Source: an optimization exercise on an open RTL-to-GDS flow (aim: small area and a short achievable clock period). Production flows keep margins and buffers that such runs may drop. Only simulation tests tie the RTL to the original design; equivalence was not proved. No activity file was given, so power comes from the tool's default toggle rates.

File: flow/flow/run.sh
#!/bin/bash
# The standard layout (standard.sh) with two changes to how it is made:
# timing repair aims at a tighter setup-slack target, and the port buffers
# are plain buffers instead of delay cells. The clock period and all
# constraints are unchanged; every port still gets its buffer.
export SETUP_SLACK_MARGIN=11
export BUFFER_PORTS_ARGS="-buffer_cell sky130_fd_sc_hd__buf_1"
bash standard.sh > standard_run.log 2>&1
File: flow/constraint.sdc
create_clock -name core_clock -period 17.5 [get_ports {clk}]
set_input_delay 3.5000 -clock core_clock [delete_from_list [all_inputs] [get_ports {clk}]]
set_output_delay 3.5000 -clock core_clock [all_outputs]
set_load 0.01 [all_outputs]
File: flow/standard.sh
#!/bin/bash
# synth_recipe.tcl (not shown) runs the flow's synth.tcl, then flattens the netlist and writes it again
# the make line also repeats each setting of config.mk as NAME=value (left out here)
make -C /OpenROAD-flow-scripts/flow DESIGN_CONFIG=/design/flow/config.mk WORK_HOME=/design/flow/orfs CLKGATE_MAP_FILE= SYNTH_SCRIPT=/design/flow/synth_recipe.tcl "${@:-finish}"
File: flow/design.v
module lacc_slot (
    input  wire         clk,
    input  wire         rst,           
    input  wire         term_valid,
    input  wire [3:0]   term_fmt,      
    input  wire [335:0] term_data,
    input  wire [3:0]   term_flags,    
    input  wire         clr,
    input  wire         rd_valid,
    input  wire [2:0]   rd_dest,       
    input  wire [1:0]   rd_mode,       
    output reg          out_valid,
    output reg  [63:0]  out_data,
    output reg  [3:0]   out_flags      
);
    integer i, j, k;
    wire [335:0] d = term_data;
    wire f32 = term_fmt == 4'd0;
    wire fbf = term_fmt == 4'd1;
    wire f16 = term_fmt == 4'd2;
    wire f43 = term_fmt == 4'd3;
    wire f52 = term_fmt == 4'd4;
    wire fi8 = term_fmt == 4'd5;
    wire fi32 = term_fmt == 4'd6;
    wire fi64 = term_fmt == 4'd7;
    wire frw = term_fmt == 4'd8;
    wire is_fp  = f32 | fbf | f16 | f43 | f52;
    wire is_int = fi8 | fi32 | fi64;
    wire [7:0] be32 = d[30:23];
    wire [7:0] bebf = d[14:7];
    wire [4:0] be16 = d[14:10];
    wire [3:0] be43 = d[6:3];
    wire [4:0] be52 = d[6:2];
    function [4:0] add5;
        input [4:0] x;
        input [4:0] c;
        reg   [5:0] t;
        begin
            t = {1'b0, x} + {1'b0, c};
            add5 = t[4:0];
        end
    endfunction
    function [4:0] r10;  input [4:0] x; r10 = add5(x, 5'd10); endfunction
    function [4:0] r26;  input [4:0] x; r26 = add5(x, 5'd26); endfunction
    wire [7:0] be32m = be32 | {7'd0, ~|be32};
    wire [7:0] bebfm = bebf | {7'd0, ~|bebf};
    wire [4:0] be16m = be16 | {4'd0, ~|be16};
    wire [3:0] be43m = be43 | {3'd0, ~|be43};
    wire [4:0] be52m = be52 | {4'd0, ~|be52};
    reg  [4:0] r32, rbf, r16, r52;
    reg  [3:0] q32, qbf;
    always @* begin
        case (be32m[4:0])
            5'd0:  r32 = r10(5'd0);  5'd1:  r32 = r10(5'd1);  5'd2:  r32 = r10(5'd2);  5'd3:  r32 = r10(5'd3);
            5'd4:  r32 = r10(5'd4);  5'd5:  r32 = r10(5'd5);  5'd6:  r32 = r10(5'd6);  5'd7:  r32 = r10(5'd7);
            5'd8:  r32 = r10(5'd8);  5'd9:  r32 = r10(5'd9);  5'd10: r32 = r10(5'd10); 5'd11: r32 = r10(5'd11);
            5'd12: r32 = r10(5'd12); 5'd13: r32 = r10(5'd13); 5'd14: r32 = r10(5'd14); 5'd15: r32 = r10(5'd15);
            5'd16: r32 = r10(5'd16); 5'd17: r32 = r10(5'd17); 5'd18: r32 = r10(5'd18); 5'd19: r32 = r10(5'd19);
            5'd20: r32 = r10(5'd20); 5'd21: r32 = r10(5'd21); 5'd22: r32 = r10(5'd22); 5'd23: r32 = r10(5'd23);
            5'd24: r32 = r10(5'd24); 5'd25: r32 = r10(5'd25); 5'd26: r32 = r10(5'd26); 5'd27: r32 = r10(5'd27);
            5'd28: r32 = r10(5'd28); 5'd29: r32 = r10(5'd29); 5'd30: r32 = r10(5'd30); default: r32 = r10(5'd31);
        endcase
        case (bebfm[4:0])
            5'd0:  rbf = r10(5'd0);  5'd1:  rbf = r10(5'd1);  5'd2:  rbf = r10(5'd2);  5'd3:  rbf = r10(5'd3);
            5'd4:  rbf = r10(5'd4);  5'd5:  rbf = r10(5'd5);  5'd6:  rbf = r10(5'd6);  5'd7:  rbf = r10(5'd7);
            5'd8:  rbf = r10(5'd8);  5'd9:  rbf = r10(5'd9);  5'd10: rbf = r10(5'd10); 5'd11: rbf = r10(5'd11);
            5'd12: rbf = r10(5'd12); 5'd13: rbf = r10(5'd13); 5'd14: rbf = r10(5'd14); 5'd15: rbf = r10(5'd15);
            5'd16: rbf = r10(5'd16); 5'd17: rbf = r10(5'd17); 5'd18: rbf = r10(5'd18); 5'd19: rbf = r10(5'd19);
            5'd20: rbf = r10(5'd20); 5'd21: rbf = r10(5'd21); 5'd22: rbf = r10(5'd22); 5'd23: rbf = r10(5'd23);
            5'd24: rbf = r10(5'd24); 5'd25: rbf = r10(5'd25); 5'd26: rbf = r10(5'd26); 5'd27: rbf = r10(5'd27);
            5'd28: rbf = r10(5'd28); 5'd29: rbf = r10(5'd29); 5'd30: rbf = r10(5'd30); default: rbf = r10(5'd31);
        endcase
        case (be16m)
            5'd0:  r16 = r26(5'd0);  5'd1:  r16 = r26(5'd1);  5'd2:  r16 = r26(5'd2);  5'd3:  r16 = r26(5'd3);
            5'd4:  r16 = r26(5'd4);  5'd5:  r16 = r26(5'd5);  5'd6:  r16 = r26(5'd6);  5'd7:  r16 = r26(5'd7);
            5'd8:  r16 = r26(5'd8);  5'd9:  r16 = r26(5'd9);  5'd10: r16 = r26(5'd10); 5'd11: r16 = r26(5'd11);
            5'd12: r16 = r26(5'd12); 5'd13: r16 = r26(5'd13); 5'd14: r16 = r26(5'd14); 5'd15: r16 = r26(5'd15);
            5'd16: r16 = r26(5'd16); 5'd17: r16 = r26(5'd17); 5'd18: r16 = r26(5'd18); 5'd19: r16 = r26(5'd19);
            5'd20: r16 = r26(5'd20); 5'd21: r16 = r26(5'd21); 5'd22: r16 = r26(5'd22); 5'd23: r16 = r26(5'd23);
            5'd24: r16 = r26(5'd24); 5'd25: r16 = r26(5'd25); 5'd26: r16 = r26(5'd26); 5'd27: r16 = r26(5'd27);
            5'd28: r16 = r26(5'd28); 5'd29: r16 = r26(5'd29); 5'd30: r16 = r26(5'd30); default: r16 = r26(5'd31);
        endcase
        case (be52m)
            5'd0:  r52 = r26(5'd0);  5'd1:  r52 = r26(5'd1);  5'd2:  r52 = r26(5'd2);  5'd3:  r52 = r26(5'd3);
            5'd4:  r52 = r26(5'd4);  5'd5:  r52 = r26(5'd5);  5'd6:  r52 = r26(5'd6);  5'd7:  r52 = r26(5'd7);
            5'd8:  r52 = r26(5'd8);  5'd9:  r52 = r26(5'd9);  5'd10: r52 = r26(5'd10); 5'd11: r52 = r26(5'd11);
            5'd12: r52 = r26(5'd12); 5'd13: r52 = r26(5'd13); 5'd14: r52 = r26(5'd14); 5'd15: r52 = r26(5'd15);
            5'd16: r52 = r26(5'd16); 5'd17: r52 = r26(5'd17); 5'd18: r52 = r26(5'd18); 5'd19: r52 = r26(5'd19);
            5'd20: r52 = r26(5'd20); 5'd21: r52 = r26(5'd21); 5'd22: r52 = r26(5'd22); 5'd23: r52 = r26(5'd23);
            5'd24: r52 = r26(5'd24); 5'd25: r52 = r26(5'd25); 5'd26: r52 = r26(5'd26); 5'd27: r52 = r26(5'd27);
            5'd28: r52 = r26(5'd28); 5'd29: r52 = r26(5'd29); 5'd30: r52 = r26(5'd30); default: r52 = r26(5'd31);
        endcase
        case ({be32m[7:5], be32m[4:0] >= 5'd22})
            4'b0000: q32 = 4'd0; 4'b0001: q32 = 4'd1; 4'b0010: q32 = 4'd1; 4'b0011: q32 = 4'd2;
            4'b0100: q32 = 4'd2; 4'b0101: q32 = 4'd3; 4'b0110: q32 = 4'd3; 4'b0111: q32 = 4'd4;
            4'b1000: q32 = 4'd4; 4'b1001: q32 = 4'd5; 4'b1010: q32 = 4'd5; 4'b1011: q32 = 4'd6;
            4'b1100: q32 = 4'd6; 4'b1101: q32 = 4'd7; 4'b1110: q32 = 4'd7; default: q32 = 4'd8;
        endcase
        case ({bebfm[7:5], bebfm[4:0] >= 5'd22})
            4'b0000: qbf = 4'd0; 4'b0001: qbf = 4'd1; 4'b0010: qbf = 4'd1; 4'b0011: qbf = 4'd2;
            4'b0100: qbf = 4'd2; 4'b0101: qbf = 4'd3; 4'b0110: qbf = 4'd3; 4'b0111: qbf = 4'd4;
            4'b1000: qbf = 4'd4; 4'b1001: qbf = 4'd5; 4'b1010: qbf = 4'd5; 4'b1011: qbf = 4'd6;
            4'b1100: qbf = 4'd6; 4'b1101: qbf = 4'd7; 4'b1110: qbf = 4'd7; default: qbf = 4'd8;
        endcase
    end
    wire [3:0] q16 = (be16m >= 5'd6) ? 4'd4 : 4'd3;
    wire [3:0] q52 = (be52m >= 5'd6) ? 4'd4 : 4'd3;
    reg  [4:0] r43;
    always @* begin
        case (be43m)
            4'd0:  r43 = 5'd2;  4'd1:  r43 = 5'd3;  4'd2:  r43 = 5'd4;  4'd3:  r43 = 5'd5;
            4'd4:  r43 = 5'd6;  4'd5:  r43 = 5'd7;  4'd6:  r43 = 5'd8;  4'd7:  r43 = 5'd9;
            4'd8:  r43 = 5'd10; 4'd9:  r43 = 5'd11; 4'd10: r43 = 5'd12; 4'd11: r43 = 5'd13;
            4'd12: r43 = 5'd14; 4'd13: r43 = 5'd15; 4'd14: r43 = 5'd16; default: r43 = 5'd17;
        endcase
    end
    wire [4:0] f_r = ({5{f32}} & r32) | ({5{fbf}} & rbf) | ({5{f16}} & r16) |
                     ({5{f43}} & r43) | ({5{f52}} & r52);
    wire [3:0] f_q = ({4{f32}} & q32) | ({4{fbf}} & qbf) | ({4{f16}} & q16) |
                     ({4{f43}} & 4'd4) | ({4{f52}} & q52);
    wire f_sgn = (f32 & d[31]) | ((fbf | f16) & d[15]) | ((f43 | f52) & d[7]);
    wire [23:0] f_m = ({24{f32}} & {|be32, d[22:0]}) |
                      ({24{fbf}} & {|bebf, d[6:0], 16'd0}) |
                      ({24{f16}} & {|be16, d[9:0], 13'd0}) |
                      ({24{f43}} & {|be43, d[2:0], 20'd0}) |
                      ({24{f52}} & {|be52, d[1:0], 21'd0});
    wire f_nan = (f32 & (&be32) & (|d[22:0])) | (fbf & (&bebf) & (|d[6:0])) |
                 (f16 & (&be16) & (|d[9:0]))  | (f43 & (d[6:0] == 7'h7F)) |
                 (f52 & (&be52) & (|d[1:0]));
    wire f_inf = (f32 & (&be32) & ~|d[22:0]) | (fbf & (&bebf) & ~|d[6:0]) |
                 (f16 & (&be16) & ~|d[9:0])  | (f52 & (&be52) & ~|d[1:0]);
    wire        f_neg = f_sgn;
    wire [55:0] y0 = {{32{f_neg}}, f_m ^ {24{f_neg}}};
    wire [55:0] y1 = f_r[4] ? {y0[39:0], {16{f_neg}}} : y0;
    wire [55:0] y2 = f_r[3] ? {y1[47:0], {8{f_neg}}}  : y1;
    wire [55:0] y5 = f_r[2] ? {y2[51:0], {4{f_neg}}}  : y2;
    wire [63:0] i_val = ({64{fi8}}  & {{56{d[7]}},  d[7:0]}) |
                        ({64{fi32}} & {{32{d[31]}}, d[31:0]}) |
                        ({64{fi64 | frw}} & d[63:0]);
    wire tv = term_valid & ~rst;
    reg [335:0] t_r;       
    reg         k_raw, k_int, k_fp, k_neg;
    reg  [3:0]  k_q;
    reg  [1:0]  k_r;
    reg  [3:0]  fl_r;      
    reg         clr_r;
    reg         rd_r;
    reg  [2:0]  rdd_r;
    reg  [1:0]  rdm_r;
    always @(posedge clk) begin
        t_r[335:64] <= d[335:64];
        t_r[63:56]  <= i_val[63:56];
        t_r[55:0]   <= is_fp ? y5 : i_val[55:0];
        k_raw <= tv & frw;
        k_int <= tv & is_int;
        k_fp  <= tv & is_fp & ~f_nan & ~f_inf;
        k_neg <= f_neg;
        k_q   <= f_q;
        k_r   <= f_r[1:0];
        fl_r  <= {tv & frw & term_flags[3],
                  tv & ((frw & term_flags[2]) | f_nan),
                  tv & ((frw & term_flags[1]) | (f_inf &  f_sgn)),
                  tv & ((frw & term_flags[0]) | (f_inf & ~f_sgn))};
        clr_r <= clr | rst;
        rd_r  <= rd_valid & ~rst;
        rdd_r <= rd_dest;
        rdm_r <= rd_mode;
    end
    reg  [10:0] qe;        
    reg  [10:0] qf;        
    always @* begin
        for (k = 0; k < 11; k = k + 1) begin
            qe[k] = k_fp & (k_q == k);
            qf[k] = k_fp & k_neg & (k_q != k) & ((k == 0) || (k_q != k - 1));
        end
    end
    wire [55:0] ya = k_r[1] ? {t_r[53:0], {2{k_neg}}} : t_r[55:0];
    wire [55:0] yb = k_r[0] ? {ya[54:0], k_neg}       : ya;
    reg [335:0] x;
    integer qi, bi;
    always @* begin
        for (i = 0; i < 336; i = i + 1) begin
            qi = i / 32;
            bi = i % 32;
            x[i] = (k_raw & t_r[i]) | (qe[qi] & yb[bi]) | qf[qi];
            if (qi >= 1)
                x[i] = x[i] | (qe[qi-1] & ((bi + 32 <= 55) ? yb[(bi + 32 <= 55) ? bi + 32 : 0] : k_neg));
            if (i >= 160 && i < 224)
                x[i] = x[i] | (k_int & t_r[(i >= 160 && i < 224) ? i - 160 : 0]);
            if (i >= 224)
                x[i] = x[i] | (k_int & t_r[63]);
        end
    end
    wire cin0 = k_fp & k_neg;
    reg [335:0] s_q;       
    reg [40:0]  c_q;       
    reg  [3:0]  flg;       
    reg [335:0] s_n;
    reg [40:0]  c_n;
    reg         cy, ab, xx;
    always @* begin
        for (j = 0; j < 42; j = j + 1) begin
            cy = (j == 0) ? cin0 : (c_q[(j == 0) ? 0 : j - 1] & ~clr_r);
            for (i = 0; i < 8; i = i + 1) begin
                ab = s_q[8*j+i] & ~clr_r;
                xx = x[8*j+i];
                s_n[8*j+i] = ab ^ xx ^ cy;
                cy = (ab & xx) | (cy & (ab ^ xx));
            end
            if (j < 41) c_n[j] = cy;
        end
    end
    always @(posedge clk) begin
        s_q <= s_n;
        c_q <= c_n;
        flg <= (clr_r ? 4'd0 : flg) | fl_r;
    end
    wire [41:0] g6;
    lacc_carry u_carry (.s(s_q), .c(c_q), .g(g6));
    reg  [83:0] uu;        
    reg  [7:0]  sc;
    always @* begin
        uu[1:0] = 2'd0;
        for (j = 1; j < 42; j = j + 1)
            uu[2*j +: 2] = {c_q[j-1] & g6[j-1], c_q[j-1] ^ g6[j-1]};
    end
    function t1of;
        input [1:0] u;
        input       s0;
        t1of = u[1] | (s0 & u[0]);
    endfunction
    wire        v_sgn = s_q[335] ^ (t1of(uu[83:82], s_q[328]) & (&s_q[334:329]));
    wire        v159  = s_q[159] ^ (t1of(uu[39:38], s_q[152]) & (&s_q[158:153]));
    wire        nz152 = ~((s_q[158:152] == 7'h00 & uu[39:38] == 2'd0) |
                          (s_q[158:152] == 7'h7F & uu[38]) |
                          (s_q[158:152] == 7'h7E & uu[39]));
    reg  [41:0] cz, co;
    reg         e00, eff, efe, efd, w0, w1, w2;
    always @* begin
        for (j = 0; j < 42; j = j + 1) begin
            sc  = s_q[8*j +: 8];
            e00 = sc == 8'h00;
            eff = sc == 8'hFF;
            efe = sc == 8'hFE;
            efd = sc == 8'hFD;
            if (j == 0) begin
                w0 = 1'b1; w1 = 1'b0; w2 = 1'b0;
            end else begin
                w0 = ~c_q[j-1] & ~g6[j-1];
                w1 = c_q[j-1] ^ g6[j-1];
                w2 = c_q[j-1] & g6[j-1];
            end
            cz[j] = (e00 & w0) | (eff & w1) | (efe & w2);
            co[j] = (eff & w0) | (efe & w1) | (efd & w2);
        end
    end
    reg  [10:0] ns;        
    reg  [10:0] nz;        
    always @* begin
        for (j = 0; j < 10; j = j + 1) begin
            nz[j] = ~&cz[4*j +: 4];
            ns[j] = v_sgn ? ~&co[4*j +: 4] : nz[j];
        end
        nz[10] = ~&cz[41:40];
        ns[10] = v_sgn ? ~&co[41:40] : nz[10];
    end
    reg  [8:0] lc_oh;
    reg        above;
    always @* begin
        above = 1'b0;
        for (j = 8; j >= 1; j = j - 1) begin
            lc_oh[j] = ns[j] & ~above;
            above = above | ns[j];
        end
        lc_oh[0] = ~above;
    end
    wire [3:0] lc = {lc_oh[8], |lc_oh[7:4], lc_oh[7] | lc_oh[6] | lc_oh[3] | lc_oh[2],
                     lc_oh[7] | lc_oh[5] | lc_oh[3] | lc_oh[1]};
    wire       fp_big = ns[9] | ns[10];
    wire        d_int1 = rdd_r[2] & (rdd_r[1] | rdd_r[0]);    
    wire [367:0] sp = {s_q, 32'd0};
    wire [91:0]  up = {uu, 8'd0};
    reg  [8:0]  nzlo;      
    always @* begin
        nzlo[0] = nz[0];
        for (j = 1; j < 9; j = j + 1) nzlo[j] = nzlo[j-1] | nz[j];
    end
    reg  [63:0] win;
    reg  [15:0] wu;
    reg         stk1;
    always @* begin
        win  = {64{d_int1}} & s_q[223:160];
        wu   = {16{d_int1}} & uu[55:40];
        stk1 = d_int1 & ((|nz[3:0]) | ~&cz[18:16] | nz152);
        for (j = 0; j < 9; j = j + 1) begin
            win = win | ({64{lc_oh[j] & ~d_int1}} & sp[32*j +: 64]);
            wu  = wu  | ({16{lc_oh[j] & ~d_int1}} & up[8*j +: 16]);
            if (j >= 2)
                stk1 = stk1 | (lc_oh[j] & ~d_int1 & nzlo[(j >= 2) ? j - 2 : 0]);
        end
    end
    wire        u192 = ~|ns[10:6];
    wire        u224 = ~|ns[10:7];
    wire        ok8  = u192 & (v_sgn ? &co[23:21] : &cz[23:21]);
    wire        okr  = (rdd_r == 3'd5) ? ok8 : (rdd_r == 3'd6) ? u192 : u224;
    reg         r1_v;
    reg  [63:0] r1_s;
    reg  [15:0] r1_u;
    reg         r1_x0;
    reg         r1_int;
    reg  [3:0]  r1_lc;
    reg         r1_sgn, r1_big, r1_stk, r1_ok;
    reg  [3:0]  r1_fl;
    reg  [2:0]  r1_dest;
    reg  [1:0]  r1_mode;
    always @(posedge clk) begin
        r1_v    <= rd_r & ~rst;
        r1_s    <= win;
        r1_u    <= wu;
        r1_x0   <= v159;
        r1_int  <= d_int1;
        r1_lc   <= lc;
        r1_sgn  <= v_sgn;
        r1_big  <= fp_big;
        r1_stk  <= stk1;
        r1_ok   <= okr;
        r1_fl   <= flg;
        r1_dest <= rdd_r;
        r1_mode <= rdm_r;
    end
    reg  [63:0] rsv;
    reg  [7:0]  wc;
    reg         wt1;
    always @* begin
        for (k = 0; k < 8; k = k + 1) begin
            wc  = r1_s[8*k +: 8];
            rsv[8*k] = wc[0] ^ r1_u[2*k];
            wt1 = r1_u[2*k+1] | (wc[0] & r1_u[2*k]);
            for (i = 1; i < 8; i = i + 1)
                rsv[8*k+i] = wc[i] ^ (wt1 & ((i == 1) ? 1'b1 : &(wc[7:1] | ~(7'h7F >> (8 - i)))));
        end
    end
    wire [65:0] r1_w = {r1_sgn, r1_sgn, rsv};
    wire [31:0] fz = r1_w[63:32] ^ {32{r1_sgn}};
    reg  [3:0]  gany;
    reg  [2:0]  gpos [0:3];
    always @* begin
        for (k = 0; k < 4; k = k + 1) begin
            gany[k] = |fz[8*k +: 8];
            gpos[k] = 3'd0;
            for (i = 0; i < 8; i = i + 1)
                if (fz[8*k+i]) gpos[k] = i;
        end
    end
    wire [1:0]  gsel = gany[3] ? 2'd3 : gany[2] ? 2'd2 : gany[1] ? 2'd1 : 2'd0;
    wire [4:0]  fpos = {gsel, gpos[gsel]};
    wire        fnone = ~|gany;
    wire [8:0]  lpos = {r1_lc, fpos};            
    reg  [4:0]  p_sp;      
    reg  [8:0]  p_lmin;    
    reg  [8:0]  p_ebo;     
    reg  [8:0]  p_ksub;    
    always @* begin
        case (r1_dest)
            3'd0:    begin p_sp = 5'd0;  p_lmin = 9'd34;  p_ebo = 9'd33;  p_ksub = 9'd34;  end
            3'd1:    begin p_sp = 5'd16; p_lmin = 9'd34;  p_ebo = 9'd33;  p_ksub = 9'd50;  end
            3'd2:    begin p_sp = 5'd13; p_lmin = 9'd146; p_ebo = 9'd145; p_ksub = 9'd159; end
            3'd3:    begin p_sp = 5'd20; p_lmin = 9'd154; p_ebo = 9'd153; p_ksub = 9'd174; end
            default: begin p_sp = 5'd21; p_lmin = 9'd146; p_ebo = 9'd145; p_ksub = 9'd167; end
        endcase
    end
    wire        normal = ~fnone & (lpos >= p_lmin);
    wire [8:0]  eb = normal ? lpos - p_ebo : 9'd1;
    reg  [5:0]  sh_n;
    always @* begin
        sh_n = 6'd0;
        for (i = 0; i < 32; i = i + 1)
            if (fpos == i)
                case (r1_dest)
                    3'd0:    sh_n = i;
                    3'd1:    sh_n = i + 16;
                    3'd2:    sh_n = i + 13;
                    3'd3:    sh_n = i + 20;
                    default: sh_n = i + 21;
                endcase
    end
    wire [9:0]  sh_s0 = {1'b0, p_ksub} - {1'b0, r1_lc, 5'd0};
    wire [5:0]  sh_s = (sh_s0 > 10'd57) ? 6'd57 : sh_s0[5:0];
    wire [5:0]  sh = normal ? sh_n : sh_s;
    wire [96:0] wext = {{31{r1_sgn}}, r1_w};
    wire [56:0] z5 = sh[5] ? wext[96:40] : wext[64:8];       
    wire [40:0] z4 = sh[4] ? z5[56:16]   : z5[40:0];
    wire [32:0] z3 = sh[3] ? z4[40:8]    : z4[32:0];
    wire [28:0] z2 = sh[2] ? z3[32:4]    : z3[28:0];
    wire [26:0] z1 = sh[1] ? z2[28:2]    : z2[26:0];
    wire [25:0] qg = sh[0] ? z1[26:1]    : z1[25:0];        
    reg         stk_w;
    always @* begin
        stk_w = |r1_w[7:0];
        for (i = 8; i < 66; i = i + 1)
            if ({1'b0, sh} > i - 8) stk_w = stk_w | r1_w[i];
    end
    reg         r2_v;
    reg  [64:0] r2_q;        
    reg         r2_g, r2_s, r2_q0;
    reg  [8:0]  r2_eb;
    reg         r2_sgn, r2_big, r2_ok;
    reg  [3:0]  r2_fl;
    reg  [2:0]  r2_dest;
    reg  [1:0]  r2_mode;
    always @(posedge clk) begin
        r2_v    <= r1_v & ~rst;
        r2_q    <= r1_int ? {r1_sgn, rsv} : {40'd0, qg[25:1] ^ {25{r1_sgn}}};
        r2_q0   <= r1_int ? rsv[0] : qg[1];
        r2_g    <= r1_int ? r1_x0 : qg[0];
        r2_s    <= r1_stk | (~r1_int & stk_w);
        r2_eb   <= eb;
        r2_sgn  <= r1_sgn;
        r2_big  <= r1_big;
        r2_ok   <= r1_ok;
        r2_fl   <= r1_fl;
        r2_dest <= r1_dest;
        r2_mode <= r1_mode;
    end
    wire        d_int3 = r2_dest[2] & (r2_dest[1] | r2_dest[0]);
    wire        inexact = r2_g | r2_s;
    reg         inc;
    always @* begin
        case (r2_mode)
            2'd0:    inc = r2_g & (r2_s | r2_q0);
            2'd1:    inc = r2_sgn & inexact;
            2'd2:    inc = inexact;
            default: inc = 1'b0;
        endcase
    end
    wire        ci = d_int3 ? inc : (inc ^ r2_sgn);
    reg  [64:0] qsum;
    reg  [8:0]  blk1;      
    reg  [8:0]  bcin;      
    reg  [7:0]  qb;
    always @* begin
        for (k = 0; k < 8; k = k + 1) blk1[k] = &r2_q[8*k +: 8];
        blk1[8] = r2_q[64];
        bcin[0] = ci;
        for (k = 1; k < 9; k = k + 1) bcin[k] = ci & (&(blk1[7:0] | ~(8'hFF >> (8 - k))));
        for (i = 0; i < 65; i = i + 1) begin
            qb = r2_q[8*(i/8) +: 8];
            qsum[i] = r2_q[i] ^ (bcin[i/8] & ((i % 8 == 0) ? 1'b1 : &(qb | ~(8'hFF >> (8 - (i % 8))))));
        end
    end
    reg  [63:0] i_wmask;
    reg         i_top;
    always @* begin
        case (r2_dest)
            3'd5:    begin i_wmask = 64'hFF;       i_top = (qsum[8] != qsum[7])   | (qsum[64] != qsum[8]);  end
            3'd6:    begin i_wmask = 64'hFFFFFFFF; i_top = (qsum[32] != qsum[31]) | (qsum[64] != qsum[32]); end
            default: begin i_wmask = {64{1'b1}};   i_top = qsum[64] != qsum[63]; end
        endcase
    end
    wire [63:0] i_max = {1'b0, i_wmask[63:1]};
    wire [63:0] i_min = i_wmask & ~i_max;
    wire        i_ovf = ~r2_ok | i_top;
    wire [24:0] mag = qsum[24:0];
    reg         carry;
    reg  [8:0]  f_emax2;   
    always @* begin
        case (r2_dest)
            3'd0:    begin carry = mag[24]; f_emax2 = 9'd254; end
            3'd1:    begin carry = mag[8];  f_emax2 = 9'd254; end
            3'd2:    begin carry = mag[11]; f_emax2 = 9'd30;  end
            3'd3:    begin carry = mag[4];  f_emax2 = 9'd15;  end
            default: begin carry = mag[3];  f_emax2 = 9'd30;  end
        endcase
    end
    wire [23:0] mant  = carry ? mag[24:1] : mag[23:0];
    wire [8:0]  eb1   = r2_eb + 9'd1;
    wire [8:0]  ebn   = carry ? eb1 : r2_eb;
    wire        f_e4m3 = r2_dest == 3'd3;
    wire        ov0   = r2_eb > f_emax2;
    wire        ov1   = r2_eb >= f_emax2;
    wire        e15_0 = r2_eb == 9'd15;
    wire        e15_1 = r2_eb == 9'd14;
    wire        f_ovf = r2_big | (carry ? ov1 : ov0) | (f_e4m3 & (carry ? e15_1 : e15_0) & (&mant[2:0]));
    reg  [63:0] f_code, f_inf_c, f_nan_c, f_sgnb;
    always @* begin
        case (r2_dest)
            3'd0: begin
                f_code  = {32'd0, r2_sgn, (mant[23] ? ebn[7:0] : 8'd0), mant[22:0]};
                f_inf_c = 64'h7F800000;
                f_nan_c = 64'h7FC00000;
                f_sgnb  = 64'h80000000;
            end
            3'd1: begin
                f_code  = {48'd0, r2_sgn, (mant[7] ? ebn[7:0] : 8'd0), mant[6:0]};
                f_inf_c = 64'h7F80;
                f_nan_c = 64'h7FC0;
                f_sgnb  = 64'h8000;
            end
            3'd2: begin
                f_code  = {48'd0, r2_sgn, (mant[10] ? ebn[4:0] : 5'd0), mant[9:0]};
                f_inf_c = 64'h7C00;
                f_nan_c = 64'h7E00;
                f_sgnb  = 64'h8000;
            end
            3'd3: begin
                f_code  = {56'd0, r2_sgn, (mant[3] ? ebn[3:0] : 4'd0), mant[2:0]};
                f_inf_c = 64'h7E;
                f_nan_c = 64'h7F;
                f_sgnb  = 64'h80;
            end
            default: begin
                f_code  = {56'd0, r2_sgn, (mant[2] ? ebn[4:0] : 5'd0), mant[1:0]};
                f_inf_c = 64'h7C;
                f_nan_c = 64'h7E;
                f_sgnb  = 64'h80;
            end
        endcase
    end
    reg [63:0] r_data;
    reg [3:0]  r_flags;    
    always @* begin
        r_data  = 64'd0;
        r_flags = 4'd0;
        if (d_int3) begin
            if (r2_fl[3]) begin
                r_data = 64'd0;
            end else if (r2_fl[2] || (r2_fl[1] && r2_fl[0])) begin
                r_flags = 4'b1000;
            end else if (r2_fl[1] || r2_fl[0]) begin
                r_data  = r2_fl[1] ? i_min : i_max;
                r_flags = 4'b0100;
            end else if (i_ovf) begin
                r_data  = r2_sgn ? i_min : i_max;
                r_flags = 4'b0110;
            end else begin
                r_data  = qsum[63:0] & i_wmask;
                r_flags = {3'b000, inexact};
            end
        end else begin
            if (r2_fl[3] || r2_fl[2] || (r2_fl[1] && r2_fl[0])) begin
                r_data = f_nan_c;
            end else if (r2_fl[1] || r2_fl[0]) begin
                r_data  = (r2_fl[1] ? f_sgnb : 64'd0) | f_inf_c;
                r_flags = f_e4m3 ? 4'b0100 : 4'b0000;
            end else if (f_ovf) begin
                r_data  = (r2_sgn ? f_sgnb : 64'd0) | f_inf_c;
                r_flags = f_e4m3 ? 4'b0110 : 4'b0010;
            end else begin
                r_data  = f_code;
                r_flags = {3'b000, inexact};
            end
        end
    end
    always @(posedge clk) begin
        out_valid <= r2_v & ~rst;
        out_data  <= r_data;
        out_flags <= r_flags;
    end
endmodule
module lacc_carry (
    input  wire [335:0] s,
    input  wire [40:0]  c,
    output wire [41:0]  g
);
    integer j;
    reg [41:0] pg, pp;     
    always @* begin
        pg[0] = 1'b0;
        pp[0] = 1'b0;
        for (j = 1; j < 42; j = j + 1) begin
            pg[j] = c[j-1] & (&s[8*j +: 8]);
            pp[j] = (&s[8*j +: 8]) | (c[j-1] & (s[8*j +: 8] == 8'hFE));
        end
    end
    reg [41:0] g0, p0, g1, p1, g2, p2, g3, p3, g4, p4, g5, p5, g6;
    always @* begin
        g0 = pg; p0 = pp;
        for (j = 0; j < 42; j = j + 1) begin
            g1[j] = (j >= 1)  ? g0[j] | (p0[j] & g0[(j >= 1)  ? j - 1  : 0]) : g0[j];
            p1[j] = (j >= 1)  ? p0[j] & p0[(j >= 1)  ? j - 1  : 0]            : p0[j];
        end
        for (j = 0; j < 42; j = j + 1) begin
            g2[j] = (j >= 2)  ? g1[j] | (p1[j] & g1[(j >= 2)  ? j - 2  : 0]) : g1[j];
            p2[j] = (j >= 2)  ? p1[j] & p1[(j >= 2)  ? j - 2  : 0]            : p1[j];
        end
        for (j = 0; j < 42; j = j + 1) begin
            g3[j] = (j >= 4)  ? g2[j] | (p2[j] & g2[(j >= 4)  ? j - 4  : 0]) : g2[j];
            p3[j] = (j >= 4)  ? p2[j] & p2[(j >= 4)  ? j - 4  : 0]            : p2[j];
        end
        for (j = 0; j < 42; j = j + 1) begin
            g4[j] = (j >= 8)  ? g3[j] | (p3[j] & g3[(j >= 8)  ? j - 8  : 0]) : g3[j];
            p4[j] = (j >= 8)  ? p3[j] & p3[(j >= 8)  ? j - 8  : 0]            : p3[j];
        end
        for (j = 0; j < 42; j = j + 1) begin
            g5[j] = (j >= 16) ? g4[j] | (p4[j] & g4[(j >= 16) ? j - 16 : 0]) : g4[j];
            p5[j] = (j >= 16) ? p4[j] & p4[(j >= 16) ? j - 16 : 0]            : p4[j];
        end
        for (j = 0; j < 42; j = j + 1)
            g6[j] = (j >= 32) ? g5[j] | (p5[j] & g5[(j >= 32) ? j - 32 : 0]) : g5[j];
    end
    assign g = g6;
endmodule
File: flow/config.mk
export PLATFORM = sky130hd
export DESIGN_NAME = lacc_slot
export DESIGN_NICKNAME = lacc_slot
export VERILOG_FILES = /design/flow/design.v
export SDC_FILE = /design/flow/constraint.sdc
export NUM_CORES = 4
export LEC_CHECK = 0
export CAP_MARGIN = 20
export CORE_MARGIN = 2
export CORE_UTILIZATION = 38
export PLACE_DENSITY = 0.55
export SLEW_MARGIN = 20
export SYNTH_HIERARCHICAL = 1
export TNS_END_PERCENT = 30
==> metrics.md, run 1 <==
| Metric | Value |
|---|---|
| Final wirelength | `367000 um` |
| Vias | `68.2k` |
| TritonRoute pass-1 iters | `9` |
| Final worst path period need | `7100 ps` |
| Critical-path maximum fanout | `7` |
| Largest net degree at the start of global routing | `146` |
| Remaining DRCs | `0` |
| GR Util met1 | `57.0%` |
| Total Power | `0.0101 W` |
| Post-DRT Antenna Nets | `0` |
| Slew @ Worst Pin | `1300 ps` |
| Setup TNS | `0 ps` |
| Die H | `413 um` |
| I/O pin count | `about 420` |
| Global route overflow | `0` |
| CP Data Required Time | `18210 ps` |
| Num CTS Buffers | `~110` |
| Crit path max-delay cell type | `dfxtp_1` |
| Clk sinks | `997` |
| GRT Overall Usage | `41.2%` |
| RePlAce Congestion | `1.08` |
| Via density | `6.49` |
| Worst setup startpoint | `s_q[82]` |
| H-tree depth | `3` |
| Standard-cell row count | `150` |
| Worst path most repeated cell | `buf_12` |
| Crit-path max cell delay | `650 ps` |
| First-pass GRT wire length | `495000 um` |
| LEAKAGE | `about 29 nW` |
| Die Area | `~170000 um2` |
| Root Driver | `clkbuf_16` |
| Vias in the first global route | `62.0k` |
| Post-Syn Area | `~64000 um2` |
| Outcome | `finished clean` |
| Min-Delay Path Class | `reg -> reg` |
| Period utilization | `between 40 and 50%` |
| Core area | `approximately 170000 um2` |
| RSZ-0062 raised after global routing | `yes` |
| WP data arrival | `7810 ps` |
| Power Density | `132 nW/um2` |
| Avg Cell Area, Syn | `8.18 um2` |
| Grt met3 use | `14.0%` |
| Worst setup SP type | `register` |
| Worst slew margin | `13.1%` |
| CTS tree | `yes` |
| Synth-to-layout area growth | `20.3%` |
| Max Fclk | `141 MHz` |
| Worst R2R Start | `s_q[82]` |
| HPWL Detailed | `between 200000 and 300000 um` |
| WL per Instance | `35.0 um` |
| Final hold violation count | `0` |
| Mapped Nets | `8606` |
| Initial antenna violation count | `29` |
| Drt initial violations | `between 10k and 15k` |
| Max Cap Viol | `0` |
| Mapped Cells | `7775` |
| Synth Warn # | `10` |
| Hold path start | `r1_mode[0]` |
| Fin Clk Skew | `85.1 ps` |
| Final #Nets | `around 9.0k` |
| Die width | `just over 400 um` |
| Starting Density | `38.2%` |
| Met2 Resource Use GR | `56.6%` |
| Final setup fails | `0` |
| Clk pin slew, worst setup/hold paths | `60 ps` |
| Crit. End Element | `register` |
| Busiest grt layer | `met1` |
| VDD IR-drop max | `0.000168 V` |
| Maximum buffer depth of the clock tree | `3` |
| Port Buf Inserts | `422` |
| Worst skew pair latency | `approximately 850 ps` |
| Crit path kind | `reg -> reg` |
| Slew Limit Fails | `0` |
| Layout cells sized above 1 | `14.0%` |
## metal layers
metal / up-vias / part of all wire (%)
met5: - / 0.031
met4: 14 / 5.8
met3: 921 / 13
met2: 4898 / 39
met1: 33700 / 41
li1: 28700 / -
## final timing paths
check	endpoint	slack, ps	depth (start not counted)
worst max-delay path	r1_u[7]	10400	29
worst min-delay path	r2_mode[0]	330	0
worst max register to register	r1_u[7]	10400	29
worst min register to register	r2_mode[0]	330	0
## cell usage in the layout, fill, tap and decap left out, types with 53 or more instances in the layout
cell type     n
o211ai_1     70
nand4_1     149
nor3_1       92
clkbuf_16   124
nand2_1    1145
ha_1        132
nor2b_1     110
a221oi_1    166
dfxtp_1     896
a22oi_1      63
a22o_1       53
xor2_1       59
buf_4       276
a21oi_1     560
o22ai_1      55
buf_1       422
dfxtp_2      87
nor2_1      448
xnor2_1     121
nand3_1     315
nor4_1       75
a211oi_1     89
inv_1       498
a221o_1     130
mux2_2       60
mux2i_1     143
fa_1        335
o21ai_0     373
## flip-flops by register name, indices dropped and copies added, names as in the netlist, 3 cells and up
name,cells
s_q,336
t_r,336
r2_q,65
out_data,64
r1_s,64
c_q,41
r1_u,16
r2_eb,9
fl_r,4
flg,4
k_q,4
out_flags,4
r1_fl,4
r1_lc,4
r2_fl,4
r1_dest,3
r2_dest,3
rdd_r,3
## power breakdown
group	switching (W)	internal, W
Combinational	0.00313	0.00165
Clock	0.00110	0.00155
Sequential	0.000264	0.00244
Total	0.00449	0.00564
## final cells by class
class | count | area, um2
Timing Repair Buffer | 783 | 5340
Tap cell | 2204 | 2760
Clock buffer | 144 | 3150
Antenna cell | 17 | 42.5
Clock inverter | 66 | 978
Fill cell | 16700 | 90100
Multi-Input combinational cell | 5784 | 42200
Inverter | 511 | 1940
Sequential cell | 997 | 20100
## per-stage QoR
| stage | utilization [%] | cell area, um2 | instances | worst slack, ps | hold WS (ps) |
|---|---|---|---|---|---|
| detailed placement | 40.7 | 67800 | 10100 | 8210 | 312 |
| floorplan | - | 63600 | 7775 | 11030 | 310 |
| global placement | 40.7 | 67700 | 10100 | 8240 | 310 |
| global route | 45.9 | 76500 | 10500 | 10480 | 329 |
| finish | 45.9 | 76600 | 10500 | 10400 | 326 |
| CTS | 45.0 | 75000 | 10400 | 10760 | 327 |
## critical path, delay by kind of cell, from the launching register on
kind	cells	cell delay, ps
compound gates	6	1470
xor+xnor	1	100
fa+ha+maj	1	270
buf+inv	6	810
flops	1	650
simple gates	15	3670
## timing repair
action / in CTS / in global routing
pin swaps: 81 / 69
hold buffers: 0 / 0
hold endpoints to repair: 0 / 0
resized for setup: 426 / 168
setup buffers: 94 / 52
gates cloned: 27 / 19
setup endpoints to repair: 116 / 140
==> run 2: changes to the inputs <==
--- a/flow/flow/run.sh
+++ b/flow/flow/run.sh
@@ -5,3 +5,3 @@
 # constraints are unchanged; every port still gets its buffer.
-export SETUP_SLACK_MARGIN=11
+export SETUP_SLACK_MARGIN=11.5
 export BUFFER_PORTS_ARGS="-buffer_cell sky130_fd_sc_hd__buf_1"
--- a/flow/config.mk
+++ b/flow/config.mk
@@ -10,2 +10,3 @@
 export CORE_UTILIZATION = 38
+export CTS_BUF_LIST = sky130_fd_sc_hd__clkbuf_8
 export PLACE_DENSITY = 0.55
==> run 2 against run 1 <==
  * Still clean
  * Die area stayed put
  * Combinational power is 12% higher
  * Clock power is 3% lower
  * Design area is 2.1% higher
  * Register-to-register slack better by 220 ps
  * Critical path depth is 1 higher
  * Routed wire length is 1.7% higher
  * Sequential power hardly changed
  * Count of clock-buffer cells in the layout is 88 higher
  * Global-route usage is 0.86 points higher
  * Critical path type unchanged
  * Largest cell class unchanged
  * Largest power group unchanged
==> metrics.md, run 2 <==
| Metric | Value |
|---|---|
| Clk sinks | `997 (unchanged)` |
| Crit. End Element | `register` |
| Slew @ Worst Pin | `1330 ps (+23.8 ps)` |
| CP Data Required Time | `18400 ps (+190 ps)` |
| Crit path max-delay cell type | `or4b_2` |
| Starting Density | `38.2% (unchanged)` |
| VDD IR-drop max | `0.000180 V (+7.7%)` |
| Slew Limit Fails | `0 (unchanged)` |
| Die Area | `171000 um2 (unchanged)` |
| TritonRoute pass-1 iters | `8 (-1)` |
| Cell count after placement | `10.1k (-0.16%)` |
| Largest registers | `s_q x336, t_r x336, r2_q x65` |
| WP data arrival | `7780 ps (-30 ps)` |
| H-tree depth | `4 (+1)` |
| RSZ-0062 raised after global routing | `yes` |
| Remaining DRCs | `0 (unchanged)` |
| Final setup fails | `0 (unchanged)` |
| Largest net degree at the start of global routing | `151 (+3.4%)` |
| Die width | `413 um (unchanged)` |
| Non-Filler Instances | `10.7k (+1.9%)` |
| Drt initial violations | `11.2k (+8.1%)` |
| CTS tree | `yes` |
| Power Density | `136 nW/um2 (+2.9%)` |
| Setup TNS | `0 ps (unchanged)` |
| Worst skew pair latency | `980 ps (+130 ps)` |
| Clk pin slew, worst setup/hold paths | `70 ps (about the same)` |
| FILL cells | `16.5k (-1.3%)` |
| Post-Syn Area | `63600 um2 (unchanged)` |
| WL per Instance | `34.9 um (-0.22%)` |
| Final Worst Setup Slack | `10620 ps (+224 ps)` |
| RePlAce Congestion | `1.07 (-1.2%)` |
| Worst slew margin | `10.9% (-2.2 points)` |
| Multi-input logic area | `42600 um2 (+0.92%)` |
| Total Power | `0.0106 W (+5.1%)` |
| Synth Warn # | `10 (unchanged)` |
| Sw Pwr | `0.00472 W (+5.1%)` |
| Initial antenna violation count | `37 (+28%)` |
| Worst path most repeated cell | `buf_12` |
| Vias in the first global route | `64.7k (+4.3%)` |
| Final #Nets | `9174 (+1.7%)` |
| Fin Clk Skew | `85.8 ps (+0.696 ps)` |
| Sequential group share of total power | `25.5% (-1.2 points)` |
| Root Driver | `clkbuf_8` |
| Comb pwr share | `50.3% (+3.2 points)` |
| Min-Delay Path Class | `reg -> reg` |
| Hold_buf cts | `0 (unchanged)` |
| P_int | `0.00593 W (+5.1%)` |
| Worst slack, placed | `9170 ps (+959 ps)` |
| Switching portion of total power | `44.3% (about the same)` |
| Max Fclk | `145 MHz (+3.3%)` |
| Layout cells sized above 1 | `16.5% (+2.5 points)` |
| Mapped Nets | `8606 (unchanged)` |
| Outcome | `finished clean` |
| Clock power share | `24.2% (-2.0 points)` |
| Mapped Cells | `7775 (unchanged)` |
| Avg Cell Area, Syn | `8.18 um2 (unchanged)` |
| Register area | `20200 um2 (+0.26%)` |
| Critical-path maximum fanout | `10 (+3)` |
| Standard-cell row count | `150 (unchanged)` |
| Die H | `413 um (unchanged)` |
| Via density | `6.54 (+0.69%)` |
| First-pass GRT wire length | `506000 um (+2.2%)` |
| Num CTS Buffers | `180 (+59%)` |
| Worst setup SP type | `register` |
| Global route overflow | `0 (unchanged)` |
| Crit-path max cell delay | `700 ps (+50 ps)` |
| Max Cap Viol | `0 (unchanged)` |
| Core area | `167000 um2 (unchanged)` |
| Crit path kind | `reg -> reg` |
| HPWL Detailed | `274000 um (-0.76%)` |
| Vias | `70.0k (+2.6%)` |
| Maximum buffer depth of the clock tree | `3 (unchanged)` |
| LEAKAGE | `30.4 nW (+3.4%)` |
| Period utilization | `39.3% (-1.3 points)` |
| Final hold violation count | `0 (unchanged)` |
| Post-DRT Antenna Nets | `0 (unchanged)` |
| GRT Overall Usage | `42.0% (+0.86 points)` |
| Synth-to-layout area growth | `22.9%` |
| Most frequent cells in the layout | `nand2_1, dfxtp_1, a21oi_1, inv_1, nor2_1` |
| Final worst path period need | `6880 ps (-224 ps)` |
| Final wirelength | `374000 um (+1.7%)` |
| Port Buf Inserts | `422 (unchanged)` |
| Most common cell after layout, fill and taps aside | `nand2_1` |
| I/O pin count | `423 (unchanged)` |
## run 2: changes by cell type in the layout (fill, tap and decap cells not counted), moves of 17 or more
cell,previous run,this run
buf_4,276,319
buf_6,13,34
clkbuf_16,124,11
clkbuf_8,20,233
dfxtp_1,896,874
inv_1,498,532
nand2_2,14,31
## run 2: worst max-delay path, delay by kind of cell (launching register included)
kind,cells,cell delay [ps]
AOI/OAI and AO/OA,8,1760
DFF,1,650
adders and majority gates,1,270
xor gates and xnor gates,1,150
and+or+nand+nor,11,2580
buffers and inverters,9,1370
## run 2: repair_timing
action / 4_1_cts / 5_1_grt
gates resized for setup: 538 / 149
gates cloned: 53 / 19
buffers inserted: 190 / 33
pin swaps: 133 / 66
endpoints found under the setup margin: 176 / 284
## run 2: final timing paths
| path | start | slack (ps) | cells after the start | to |
|---|---|---|---|---|
| setup / recovery | s_q[120] | 10620 | 30 | r1_s[38] |
| setup reg to reg | s_q[120] | 10620 | 30 | r1_s[38] |
| hold reg to reg | r1_mode[0] | 320 | 0 | r2_mode[0] |
| hold / removal | r1_mode[0] | 320 | 0 | r2_mode[0] |
## run 2: area by class of cell
cell class / count / share of cell area [%]
Tap cell: 2204 / 3.53
Multi-Input combinational cell: 5788 / 54.5
Clock inverter: 86 / 1.19
Antenna cell: 27 / 0.0864
Clock buffer: 232 / 4.08
Timing Repair Buffer: 865 / 8.30
Inverter: 511 / 2.48
Sequential cell: 997 / 25.8
## run 2: metrics by stage
| step | hold WS [ps] | instance area, um2 | utilization [%] |
|---|---|---|---|
| 6_report | 325 | 78200 | 46.9 |
| 5_1_grt | 329 | 78100 | 46.9 |
| 4_1_cts | 326 | 77000 | 46.2 |
| 3_5_place_dp | 314 | 67900 | 40.7 |
| 3_3_place_gp | 311 | 67900 | 40.7 |
| 2_1_floorplan | 310 | 63900 | - |
## run 2: per-layer routing
metal	global-route usage, %	routed length [um]	vias up
li1	-	-	29100
met1	55.4	148000	34300
met2	58.0	147000	5324
met3	14.6	49300	1328
met4	26.7	29300	30
met5	0	216	-
## run 2: power by group through the flow
stage | Sequential [W] | Combinational [W] | Clock, W
floorplan | 0.00259 | 0.00240 | 0
global placement | 0.00274 | 0.00365 | 0
detailed placement | 0.00273 | 0.00362 | 0
CTS | 0.00269 | 0.00504 | 0.00259
global route | 0.00271 | 0.00545 | 0.00269
finish | 0.00271 | 0.00536 | 0.00258

## afterwards: timing with drivers on the ports
Ports are ideal in the flow. The routed layouts listed here were re-timed in OpenROAD. Step 1 (the two cells are an assumption about what drives the block):
set clk [get_ports {clk}]
set_driving_cell -lib_cell sky130_fd_sc_hd__clkbuf_16 $clk
set_driving_cell -lib_cell sky130_fd_sc_hd__buf_2 [delete_from_list [all_inputs] $clk]
Step 2 moves the port delays by t, midway between the first and last clock arrival at a register: inputs arrive t later, outputs are due t later. That takes back most of the time a late clock gives input paths. a / b / c = no drivers / after step 1 / after step 2; a / b = the first two.
run	t (ns)	setup WS [ns]	worst register clock-pin slew, ns	pins driven straight from the clock port
run 1	0.901	10.399 / 10.399 / 10.086	0.07 / 0.07	1
run 2	1.028	10.623 / 10.623 / 9.985	0.08 / 0.08	1
After both steps every run listed still meets setup and hold. For run 2, which loses most, drivers alone change the setup slack by 0.000 ns; drivers and shift together by -0.638 ns.
